Context: an optimization exercise on an open-source flow, tuned for small area, a short achievable clock period and few clock cycles per item. The choices shown serve that exercise and are no tape-out recipe. Only simulation tests tie the RTL to the original design; equivalence was not proved.

==> build 44: inputs <==
==> flow/design.v <==
module pv_sha256 (
    input  wire         clk,
    input  wire         rst,
    input  wire         in_valid,
    output wire         in_ready,
    input  wire         in_first,
    input  wire [511:0] in_block,
    output reg          out_valid,
    output wire [255:0] out_digest
);
    localparam [255:0] IV = {
        32'h6a09e667, 32'hbb67ae85, 32'h3c6ef372, 32'ha54ff53a,
        32'h510e527f, 32'h9b05688c, 32'h1f83d9ab, 32'h5be0cd19
    };
    function [31:0] rotr;
        input [31:0] x;
        input [4:0]  n;
        begin
            rotr = (x >> n) | (x << (6'd32 - {1'b0, n}));
        end
    endfunction
    function [31:0] knext;
        input [6:0] i;
        begin
            case (i)
                7'd0: knext = 32'h71374491;
                7'd1: knext = 32'hb5c0fbcf;
                7'd2: knext = 32'he9b5dba5;
                7'd3: knext = 32'h3956c25b;
                7'd4: knext = 32'h59f111f1;
                7'd5: knext = 32'h923f82a4;
                7'd6: knext = 32'hab1c5ed5;
                7'd7: knext = 32'hd807aa98;
                7'd8: knext = 32'h12835b01;
                7'd9: knext = 32'h243185be;
                7'd10: knext = 32'h550c7dc3;
                7'd11: knext = 32'h72be5d74;
                7'd12: knext = 32'h80deb1fe;
                7'd13: knext = 32'h9bdc06a7;
                7'd14: knext = 32'hc19bf174;
                7'd15: knext = 32'he49b69c1;
                7'd16: knext = 32'hefbe4786;
                7'd17: knext = 32'h0fc19dc6;
                7'd18: knext = 32'h240ca1cc;
                7'd19: knext = 32'h2de92c6f;
                7'd20: knext = 32'h4a7484aa;
                7'd21: knext = 32'h5cb0a9dc;
                7'd22: knext = 32'h76f988da;
                7'd23: knext = 32'h983e5152;
                7'd24: knext = 32'ha831c66d;
                7'd25: knext = 32'hb00327c8;
                7'd26: knext = 32'hbf597fc7;
                7'd27: knext = 32'hc6e00bf3;
                7'd28: knext = 32'hd5a79147;
                7'd29: knext = 32'h06ca6351;
                7'd30: knext = 32'h14292967;
                7'd31: knext = 32'h27b70a85;
                7'd32: knext = 32'h2e1b2138;
                7'd33: knext = 32'h4d2c6dfc;
                7'd34: knext = 32'h53380d13;
                7'd35: knext = 32'h650a7354;
                7'd36: knext = 32'h766a0abb;
                7'd37: knext = 32'h81c2c92e;
                7'd38: knext = 32'h92722c85;
                7'd39: knext = 32'ha2bfe8a1;
                7'd40: knext = 32'ha81a664b;
                7'd41: knext = 32'hc24b8b70;
                7'd42: knext = 32'hc76c51a3;
                7'd43: knext = 32'hd192e819;
                7'd44: knext = 32'hd6990624;
                7'd45: knext = 32'hf40e3585;
                7'd46: knext = 32'h106aa070;
                7'd47: knext = 32'h19a4c116;
                7'd48: knext = 32'h1e376c08;
                7'd49: knext = 32'h2748774c;
                7'd50: knext = 32'h34b0bcb5;
                7'd51: knext = 32'h391c0cb3;
                7'd52: knext = 32'h4ed8aa4a;
                7'd53: knext = 32'h5b9cca4f;
                7'd54: knext = 32'h682e6ff3;
                7'd55: knext = 32'h748f82ee;
                7'd56: knext = 32'h78a5636f;
                7'd57: knext = 32'h84c87814;
                7'd58: knext = 32'h8cc70208;
                7'd59: knext = 32'h90befffa;
                7'd60: knext = 32'ha4506ceb;
                7'd61: knext = 32'hbef9a3f7;
                7'd62: knext = 32'hc67178f2;
                default: knext = 32'h428a2f98;
            endcase
        end
    endfunction
    reg        run;         
    reg [6:0]  cnt;         
    reg        ready_q;     
    reg        prep;        
    reg        fin;         
    reg        first_q;     
    reg [3:0]  wi;          
    reg        insel;       
    wire free  = ~run | (cnt == 7'd64);
    wire start = in_valid & free;
    assign in_ready = ready_q;
    reg       run_n;
    reg [6:0] cnt_n;
    always @(*) begin
        run_n = run;
        cnt_n = cnt;
        if (start) begin
            run_n = 1'b1;
            cnt_n = 7'd0;
        end else if (run) begin
            cnt_n = cnt + 7'd1;
            if (cnt == 7'd64)
                run_n = 1'b0;
        end
    end
    always @(posedge clk) begin
        if (rst) begin
            run       <= 1'b0;
            cnt       <= 7'd65;
            ready_q   <= 1'b0;
            prep      <= 1'b0;
            fin       <= 1'b0;
            out_valid <= 1'b0;
            wi        <= 4'd0;
            insel     <= 1'b1;
        end else begin
            fin       <= run & (cnt == 7'd64);
            out_valid <= fin;
            prep      <= start;
            run       <= run_n;
            cnt       <= cnt_n;
            ready_q   <= run & (cnt == 7'd13);
            wi        <= start ? 4'd1 : ((wi == 4'd0) | (wi == 4'd15)) ? 4'd0 : wi + 4'd1;
            insel     <= ~run_n | (cnt_n <= 7'd14) | (cnt_n == 7'd64);
        end
    end
    always @(posedge clk) begin
        if (start)
            first_q <= in_first;
    end
    reg [31:0] a, b, c, d, e, f, g, h;
    reg [31:0] p;                   
    reg [31:0] kt;                  
    reg [511:0] w;                  
    reg [31:0] r0, r1, r2, r3;      
    reg [31:0] q0, q1, q2, q3;      
    reg        ph_sh;       
    reg        ga;          
    reg        use_iv;      
    reg  [2:0] ivs;         
    wire c61_63 = run & (cnt >= 7'd61) & (cnt <= 7'd63);
    wire c64    = run & (cnt == 7'd64);
    always @(posedge clk) begin
        ph_sh  <= prep | c61_63;
        ga     <= c61_63 | c64;
        use_iv <= first_q & (c61_63 | c64);
        ivs    <= {cnt == 7'd63, cnt == 7'd62, cnt == 7'd61};
    end
    wire [31:0] iv_r = ivs[0] ? IV[159:128] : ivs[1] ? IV[191:160] :
                       ivs[2] ? IV[223:192] : IV[255:224];
    wire [31:0] iv_q = ivs[0] ? IV[31:0]    : ivs[1] ? IV[63:32]   :
                       ivs[2] ? IV[95:64]   : IV[127:96];
    wire [31:0] xr = use_iv ? iv_r : r3;
    wire [31:0] xq = use_iv ? iv_q : q3;
    wire [31:0] sr = xr + (ga ? a : 32'd0);
    wire [31:0] sq = xq + (ga ? e : 32'd0);
    always @(posedge clk) begin
        if (ph_sh) begin
            r0 <= sr; r1 <= r0; r2 <= r1; r3 <= r2;
            q0 <= sq; q1 <= q0; q2 <= q1; q3 <= q2;
        end else if (fin) begin
            r3 <= sr;
            q3 <= sq;
        end
    end
    assign out_digest = {r3, r0, r1, r2, q3, q0, q1, q2};
    wire [255:0] chain = first_q ? IV : {sr, r0, r1, r2, sq, q0, q1, q2};
    wire [31:0] s1 = rotr(e, 5'd6) ^ rotr(e, 5'd11) ^ rotr(e, 5'd25);
    wire [31:0] ch = (e & f) ^ (~e & g);
    wire [31:0] s0 = rotr(a, 5'd2) ^ rotr(a, 5'd13) ^ rotr(a, 5'd22);
    wire [31:0] mj = (a & b) | (c & (a | b));
    function [31:0] bsel;
        input [31:0] m, x, y;
        begin
            bsel = (m & x) | (~m & y);
        end
    endfunction
    wire [31:0] u1  = p ^ ch;
    wire [31:0] l1s = u1 ^ mj;
    wire [31:0] l1c = bsel(u1, mj, p);                     
    wire [31:0] l1cc = {l1c[30:0], 1'b0};
    wire [31:0] u2  = s1 ^ s0;
    wire [31:0] uco = bsel(u2, l1cc, s1);                  
    wire [31:0] ut  = u2 ^ (l1cc ^ l1s);
    wire [31:0] uci = {uco[30:0], 1'b0};
    wire [31:0] afs = ut ^ uci;
    wire [31:0] afc = bsel(ut, uci, l1s);
    wire [31:0] a_n = afs + {afc[30:0], 1'b0};
    wire [31:0] v12 = ch ^ d;
    wire [31:0] vco = bsel(v12, p, ch);                    
    wire [31:0] vt  = v12 ^ (p ^ s1);
    wire [31:0] vci = {vco[30:0], 1'b0};
    wire [31:0] vsm = vt ^ vci;
    wire [31:0] vcy = bsel(vt, vci, s1);
    wire [31:0] e_n = vsm + {vcy[30:0], 1'b0};
    wire [31:0] w0  = w[31:0];
    wire [31:0] w1  = w[63:32];
    wire [31:0] w6  = w[223:192];
    wire [31:0] w14 = w[479:448];
    wire [31:0] w15 = w[511:480];
    wire [31:0] ss0 = rotr(w14, 5'd7) ^ rotr(w14, 5'd18) ^ (w14 >> 3);
    wire [31:0] ss1 = rotr(w1, 5'd17) ^ rotr(w1, 5'd19) ^ (w1 >> 10);
    wire [31:0] z12 = w15 ^ w6;
    wire [31:0] zco = bsel(z12, ss0, w15);                 
    wire [31:0] zt  = z12 ^ (ss0 ^ ss1);
    wire [31:0] zci = {zco[30:0], 1'b0};
    wire [31:0] zsm = zt ^ zci;
    wire [31:0] zcy = bsel(zt, zci, ss1);
    wire [31:0] w_n = zsm + {zcy[30:0], 1'b0};
    reg [31:0] w_in;
    always @(*) begin
        case (wi)
            4'd0: w_in = in_block[511:480];
            4'd1: w_in = in_block[479:448];
            4'd2: w_in = in_block[447:416];
            4'd3: w_in = in_block[415:384];
            4'd4: w_in = in_block[383:352];
            4'd5: w_in = in_block[351:320];
            4'd6: w_in = in_block[319:288];
            4'd7: w_in = in_block[287:256];
            4'd8: w_in = in_block[255:224];
            4'd9: w_in = in_block[223:192];
            4'd10: w_in = in_block[191:160];
            4'd11: w_in = in_block[159:128];
            4'd12: w_in = in_block[127:96];
            4'd13: w_in = in_block[95:64];
            4'd14: w_in = in_block[63:32];
            default: w_in = in_block[31:0];
        endcase
    end
    wire [31:0] hsrc = prep ? chain[31:0] : g;
    wire [31:0] q12  = kt ^ w0;
    wire [31:0] q1s  = q12 ^ hsrc;
    wire [31:0] q1c  = bsel(q12, hsrc, kt);                
    wire [31:0] p_n  = q1s + {q1c[30:0], 1'b0};
    always @(posedge clk) begin
        w <= {w[479:0], insel ? w_in : w_n};
        p <= p_n;
        kt <= knext(cnt);
        if (prep) begin
            {a, b, c, d, e, f, g, h} <= chain;
        end else begin
            a <= a_n; b <= a; c <= b; d <= c;
            e <= e_n; f <= e; g <= f; h <= g;
        end
    end
endmodule
==> flow/run.sh <==
#!/bin/bash
# synth_recipe.tcl (not shown) runs the flow's synth.tcl, then flattens the netlist and writes it again
# the make line also repeats each setting of config.mk as NAME=value (left out here)
make -C /OpenROAD-flow-scripts/flow DESIGN_CONFIG=/design/flow/config.mk WORK_HOME=/design/flow/orfs CLKGATE_MAP_FILE= SYNTH_SCRIPT=/design/flow/synth_recipe.tcl finish
==> flow/config.mk <==
export PLATFORM = sky130hd
export DESIGN_NAME = pv_sha256
export DESIGN_NICKNAME = pv_sha256
export VERILOG_FILES = /design/flow/design.v
export SDC_FILE = /design/flow/constraint.sdc
export NUM_CORES = 4
export LEC_CHECK = 0
export CAP_MARGIN = 30
export CORE_MARGIN = 2
export CORE_UTILIZATION = 40
export SETUP_SLACK_MARGIN = 4.5
export SLEW_MARGIN = 40
==> flow/constraint.sdc <==
create_clock -name core_clock -period 8.5 [get_ports {clk}]
set_input_delay 1.7000 -clock core_clock [delete_from_list [all_inputs] [get_ports {clk}]]
set_output_delay 1.7000 -clock core_clock [all_outputs]
set_load 0.01 [all_outputs]
==> inputs of build 69, as changes to build 44 <==
--- a/flow/design.v
+++ b/flow/design.v
@@ -20,72 +20,40 @@
         end
     endfunction
-    function [31:0] knext;
-        input [6:0] i;
+    function [31:0] kconst;
+        input [5:0] i;
         begin
             case (i)
-                7'd0: knext = 32'h71374491;
-                7'd1: knext = 32'hb5c0fbcf;
-                7'd2: knext = 32'he9b5dba5;
-                7'd3: knext = 32'h3956c25b;
-                7'd4: knext = 32'h59f111f1;
-                7'd5: knext = 32'h923f82a4;
-                7'd6: knext = 32'hab1c5ed5;
-                7'd7: knext = 32'hd807aa98;
-                7'd8: knext = 32'h12835b01;
-                7'd9: knext = 32'h243185be;
-                7'd10: knext = 32'h550c7dc3;
-                7'd11: knext = 32'h72be5d74;
-                7'd12: knext = 32'h80deb1fe;
-                7'd13: knext = 32'h9bdc06a7;
-                7'd14: knext = 32'hc19bf174;
-                7'd15: knext = 32'he49b69c1;
-                7'd16: knext = 32'hefbe4786;
-                7'd17: knext = 32'h0fc19dc6;
-                7'd18: knext = 32'h240ca1cc;
-                7'd19: knext = 32'h2de92c6f;
-                7'd20: knext = 32'h4a7484aa;
-                7'd21: knext = 32'h5cb0a9dc;
-                7'd22: knext = 32'h76f988da;
-                7'd23: knext = 32'h983e5152;
-                7'd24: knext = 32'ha831c66d;
-                7'd25: knext = 32'hb00327c8;
-                7'd26: knext = 32'hbf597fc7;
-                7'd27: knext = 32'hc6e00bf3;
-                7'd28: knext = 32'hd5a79147;
-                7'd29: knext = 32'h06ca6351;
-                7'd30: knext = 32'h14292967;
-                7'd31: knext = 32'h27b70a85;
-                7'd32: knext = 32'h2e1b2138;
-                7'd33: knext = 32'h4d2c6dfc;
-                7'd34: knext = 32'h53380d13;
-                7'd35: knext = 32'h650a7354;
-                7'd36: knext = 32'h766a0abb;
-                7'd37: knext = 32'h81c2c92e;
-                7'd38: knext = 32'h92722c85;
-                7'd39: knext = 32'ha2bfe8a1;
-                7'd40: knext = 32'ha81a664b;
-                7'd41: knext = 32'hc24b8b70;
-                7'd42: knext = 32'hc76c51a3;
-                7'd43: knext = 32'hd192e819;
-                7'd44: knext = 32'hd6990624;
-                7'd45: knext = 32'hf40e3585;
-                7'd46: knext = 32'h106aa070;
-                7'd47: knext = 32'h19a4c116;
-                7'd48: knext = 32'h1e376c08;
-                7'd49: knext = 32'h2748774c;
-                7'd50: knext = 32'h34b0bcb5;
-                7'd51: knext = 32'h391c0cb3;
-                7'd52: knext = 32'h4ed8aa4a;
-                7'd53: knext = 32'h5b9cca4f;
-                7'd54: knext = 32'h682e6ff3;
-                7'd55: knext = 32'h748f82ee;
-                7'd56: knext = 32'h78a5636f;
-                7'd57: knext = 32'h84c87814;
-                7'd58: knext = 32'h8cc70208;
-                7'd59: knext = 32'h90befffa;
-                7'd60: knext = 32'ha4506ceb;
-                7'd61: knext = 32'hbef9a3f7;
-                7'd62: knext = 32'hc67178f2;
-                default: knext = 32'h428a2f98;
+                6'd0:  kconst = 32'h428a2f98;  6'd1:  kconst = 32'h71374491;
+                6'd2:  kconst = 32'hb5c0fbcf;  6'd3:  kconst = 32'he9b5dba5;
+                6'd4:  kconst = 32'h3956c25b;  6'd5:  kconst = 32'h59f111f1;
+                6'd6:  kconst = 32'h923f82a4;  6'd7:  kconst = 32'hab1c5ed5;
+                6'd8:  kconst = 32'hd807aa98;  6'd9:  kconst = 32'h12835b01;
+                6'd10: kconst = 32'h243185be;  6'd11: kconst = 32'h550c7dc3;
+                6'd12: kconst = 32'h72be5d74;  6'd13: kconst = 32'h80deb1fe;
+                6'd14: kconst = 32'h9bdc06a7;  6'd15: kconst = 32'hc19bf174;
+                6'd16: kconst = 32'he49b69c1;  6'd17: kconst = 32'hefbe4786;
+                6'd18: kconst = 32'h0fc19dc6;  6'd19: kconst = 32'h240ca1cc;
+                6'd20: kconst = 32'h2de92c6f;  6'd21: kconst = 32'h4a7484aa;
+                6'd22: kconst = 32'h5cb0a9dc;  6'd23: kconst = 32'h76f988da;
+                6'd24: kconst = 32'h983e5152;  6'd25: kconst = 32'ha831c66d;
+                6'd26: kconst = 32'hb00327c8;  6'd27: kconst = 32'hbf597fc7;
+                6'd28: kconst = 32'hc6e00bf3;  6'd29: kconst = 32'hd5a79147;
+                6'd30: kconst = 32'h06ca6351;  6'd31: kconst = 32'h14292967;
+                6'd32: kconst = 32'h27b70a85;  6'd33: kconst = 32'h2e1b2138;
+                6'd34: kconst = 32'h4d2c6dfc;  6'd35: kconst = 32'h53380d13;
+                6'd36: kconst = 32'h650a7354;  6'd37: kconst = 32'h766a0abb;
+                6'd38: kconst = 32'h81c2c92e;  6'd39: kconst = 32'h92722c85;
+                6'd40: kconst = 32'ha2bfe8a1;  6'd41: kconst = 32'ha81a664b;
+                6'd42: kconst = 32'hc24b8b70;  6'd43: kconst = 32'hc76c51a3;
+                6'd44: kconst = 32'hd192e819;  6'd45: kconst = 32'hd6990624;
+                6'd46: kconst = 32'hf40e3585;  6'd47: kconst = 32'h106aa070;
+                6'd48: kconst = 32'h19a4c116;  6'd49: kconst = 32'h1e376c08;
+                6'd50: kconst = 32'h2748774c;  6'd51: kconst = 32'h34b0bcb5;
+                6'd52: kconst = 32'h391c0cb3;  6'd53: kconst = 32'h4ed8aa4a;
+                6'd54: kconst = 32'h5b9cca4f;  6'd55: kconst = 32'h682e6ff3;
+                6'd56: kconst = 32'h748f82ee;  6'd57: kconst = 32'h78a5636f;
+                6'd58: kconst = 32'h84c87814;  6'd59: kconst = 32'h8cc70208;
+                6'd60: kconst = 32'h90befffa;  6'd61: kconst = 32'ha4506ceb;
+                6'd62: kconst = 32'hbef9a3f7;  default: kconst = 32'hc67178f2;
             endcase
         end
@@ -119,5 +87,5 @@
         if (rst) begin
             run       <= 1'b0;
-            cnt       <= 7'd65;
+            cnt       <= 7'd0;
             ready_q   <= 1'b0;
             prep      <= 1'b0;
@@ -143,5 +111,4 @@
     reg [31:0] a, b, c, d, e, f, g, h;
     reg [31:0] p;                   
-    reg [31:0] kt;                  
     reg [511:0] w;                  
     reg [31:0] r0, r1, r2, r3;      
@@ -242,4 +209,5 @@
     end
     wire [31:0] hsrc = prep ? chain[31:0] : g;
+    wire [31:0] kt   = kconst(cnt[5:0]);
     wire [31:0] q12  = kt ^ w0;
     wire [31:0] q1s  = q12 ^ hsrc;
@@ -249,5 +217,4 @@
         w <= {w[479:0], insel ? w_in : w_n};
         p <= p_n;
-        kt <= knext(cnt);
         if (prep) begin
             {a, b, c, d, e, f, g, h} <= chain;
SETUP_SLACK_MARGIN = 3.5   (was 4.5)
==> comparison table <==
|  | build 44 | build 69 |
|---|---|---|
| Status | complete, no violations | complete, no violations |
| Number of filler cells placed in the layout | 12.1k | 12.4k |
| Data required time at the worst endpoint | 9120 ps | 9200 ps |
| Buffers, non-clock | 958 | 837 |
| Die outline height | 372 um | 373 um |
| Detail-routed via count per cell | 5.97 | 5.91 |
| Synth Area in XOR/XNOR | 0.137 | 0.141 |
| Design area | 70900 um^2 | 68100 um^2 |
| Post-detail-place hpwl | 196000 um | 200000 um |
| Sequential cell area share | 0.344 | 0.355 |
| Met1 track utilization from global routing | 0.502 | 0.509 |
| Number of buffers created by CTS | 108 | 107 |
| Worst setup margin | 4340 ps | 3590 ps |
| Avg Synthesized Cell Area | 10.1 um^2 | 10.0 um^2 |
| Total global-route track usage | 0.349 | 0.348 |
| Share of layout cells above drive strength 1 | 0.141 | 0.0652 |
Testbench counts of build 44, summed over its fixed seeds: cycles 24,984, blocks 384.
Testbench counts of build 69, summed over its fixed seeds: cycles 24,984, blocks 384.

what the ideal ports hide:
In the flow no input, the clock included, has a driving cell. The finished layouts below were timed again as built, in two steps.
Step 1 (the two cells are an assumption about what drives the block):
set clk [get_ports {clk}]
set_driving_cell -lib_cell sky130_fd_sc_hd__clkbuf_16 $clk
set_driving_cell -lib_cell sky130_fd_sc_hd__buf_2 [delete_from_list [all_inputs] $clk]
Step 2 adds t to the input delays and takes it off the output delays; t is the mean of the earliest and latest rising clock arrival at the registers after step 1. Input paths then give back, and output paths get back, about the clock's delay inside the block.
a / b / c = ideal / step 1 / step 2; a / b = the first two.
| run | shift t [ns] | slack for setup (ns) | worst register clock-pin slew, ns | cell pins on the clock port's net |
|---|---|---|---|---|
| build 44 | 0.829 | 4.341 / 4.341 / 3.913 | 0.08 / 0.08 | 1 |
| build 69 | 0.830 | 3.586 / 3.586 / 2.927 | 0.08 / 0.08 | 1 |
After both steps every run listed still meets setup and hold. The setup slack of build 69, which loses most, moves by 0.000 ns with the drivers and by -0.659 ns with both steps.
